This is an optimization exercise on Yosys and OpenROAD, whose aim is small area and a short achievable clock period, not a production implementation. Only simulation tests tie the RTL to the original design; equivalence was not proved. Power is estimated from default activity; no workload was simulated.

exp/nickel:
Design cic_decim, start of the top module:
module cic_decim (
    input  wire               clk,
    input  wire               rst,         
    input  wire               restart,     
    input  wire [2:0]         cfg_order,   
    input  wire [5:0]         cfg_shift,   
    input  wire [20:0]        cfg_ratio,   
    input  wire               in_valid,
    input  wire signed [23:0] in_data,
    input  wire               in_sat,
    output reg                out_valid,
    output reg  signed [23:0] out_data,
    output reg                out_sat
);
For scale: ~6700 cells after synthesis, roughly 0.072 mm2 of cells after synthesis.
Settings: LEC_CHECK=0, CAP_MARGIN=20, CORE_MARGIN=2, CORE_UTILIZATION=55, CTS_CLUSTER_DIAMETER=120, CTS_CLUSTER_SIZE=20, SLEW_MARGIN=20; clock period 16.5 ns.
standard.sh (not shown) runs the stock make flow with config.mk's settings and CLKGATE_MAP_FILE= SYNTH_SCRIPT=/design/flow/synth_recipe.tcl, a recipe that flattens the netlist after the stock synthesis.
==> flow/flow/run.sh <==
#!/bin/bash
# The standard layout (the standard.sh: ORFS synthesis to final layout),
# with ORFS's timing repair aiming at a setup slack of 11.7 ns on the design's
# own clock and constraints, so that the layout is sized and buffered for a
# short achieved period. The make output goes to standard_make.log.
set -euo pipefail
bash standard.sh SETUP_SLACK_MARGIN=11.7 finish > standard_make.log 2>&1
No stage failed in exp/nickel, and the final checks on the layout all came back clean.
Edits applied to the flow inputs when going from exp/nickel to exp/umber:
Settings: clearing CTS_CLUSTER_SIZE, which used to be 20; swapping 55 for 40 in CORE_UTILIZATION; clearing CTS_CLUSTER_DIAMETER, which used to be 120.
==> flow/flow/run.sh <==
#!/bin/bash
# The standard layout (the standard.sh: ORFS synthesis to final layout),
# with ORFS's timing repair aiming at a setup slack of 11 ns on the design's
# own clock and constraints, so that the layout is sized and buffered for a
# short achieved period. The make output goes to standard_make.log.
set -euo pipefail
bash standard.sh SETUP_SLACK_MARGIN=11 finish > standard_make.log 2>&1
--- outcome ---
According to the power report, total power for exp/umber is higher than for exp/nickel.
Comparing exp/umber and exp/nickel, the lower power share of the combinational group was measured on exp/umber.
From exp/nickel to exp/umber the numbers moved as follows: global routing usage on met1 has decreased, average wire length per cell after detail routing has decreased, fraction of power consumed by the clock network has increased, area growth from synthesis to layout has increased.
Looking at timing startpoint of the critical path, the e2 result is from exp/nickel; the ph_b one comes from exp/umber.
Input-level comparison between exp/juniper and exp/umber:
==> flow/flow/run.sh <==
#!/bin/bash
# The standard layout (the standard.sh: ORFS synthesis to final layout),
# with ORFS's timing repair aiming at a setup slack of 11.7 ns on the design's
# own clock and constraints, so that the layout is sized and buffered for a
# short achieved period. The make output goes to standard_make.log.
set -euo pipefail
bash standard.sh SETUP_SLACK_MARGIN=11.7 finish > standard_make.log 2>&1
Findings:
- Clock skew: exp/juniper vs exp/umber down 0.0076 ns
- Clock network power share on exp/juniper is down relative to exp/umber.
- Compared with exp/umber, exp/juniper instantiates a larger number of cells.
- The starting density of the core of exp/juniper and that of exp/umber are within noise of each other.
- exp/umber reports its end point of the critical path as dly3[86] while exp/juniper reports dly3[79].
- Between exp/umber and exp/juniper, wire length increased.
- Taking exp/umber as the reference, in exp/juniper pre-CTS worst setup slack higher, final worst slack higher, static power due to leakage higher, number of setup buffers added after CTS higher.
- Time the final worst path needs with I/O delays and setup, exp/umber and exp/juniper: larger value in exp/umber
- Overall power of the completed layout (higher): exp/juniper
The inputs of exp/garnet differ from those of exp/juniper as listed below.
Settings: putting CTS_CLUSTER_SIZE at 22 where nothing was set; putting CTS_CLUSTER_DIAMETER at 150 where nothing was set.
[summary]
The post-route minimum period in exp/garnet was lower than what exp/juniper gave. [compare] base=exp/juniper new=exp/garnet: arrival time at the worst endpoint shows an increase of 0.07 ns; via count lost 845; maximum fanout along the worst path grew by 2. Area taken by flip-flops and latches: exp/juniper vs exp/garnet — no meaningful difference. exp/garnet vs exp/juniper: fmax up. Combinational fraction of design power for exp/garnet is higher than for exp/juniper. Sort exp/juniper and exp/garnet by total power asc -> top: exp/garnet. exp/garnet was carried through to the last stage, and its layout satisfied the timing, DRC and antenna checks. Fraction of final layout cells sized beyond drive strength 1 (exp/garnet over exp/juniper): decrease, 2.3 points.

port drivers added, routing unchanged:
How much do the figures lean on ideal ports? The routed layouts below were timed once more, with nothing changed but the port constraints.
Step 1, drivers: a clkbuf_16 drives clk and a buf_2 each remaining input, both assumed.
Step 2 adds t to the input delays and takes it off the output delays; t is the mean of the earliest and latest rising clock arrival at the registers after step 1. Input paths then give back, and output paths get back, about the clock's delay inside the block.
Slacks: ideal ports / drivers / drivers and shift; pairs: ideal ports / drivers.
| run | t (ns) | slack for setup (ns) | worst slew at a driven data input, ns | pins driven straight from the clock port |
|---|---|---|---|---|
| exp/nickel | 0.750 | 11.636 / 11.636 / 11.334 | 0.05 | 1 |
| exp/umber | 0.848 | 11.185 / 11.185 / 11.185 | 0.04 | 1 |
| exp/juniper | 0.845 | 11.587 / 11.587 / 11.303 | 0.04 | 1 |
| exp/garnet | 0.801 | 11.601 / 11.601 / 11.333 | 0.04 | 1 |
After both steps setup and hold are still met in every run listed. The setup slack of exp/nickel, which loses most, moves by 0.000 ns with the drivers and by -0.302 ns with both steps.
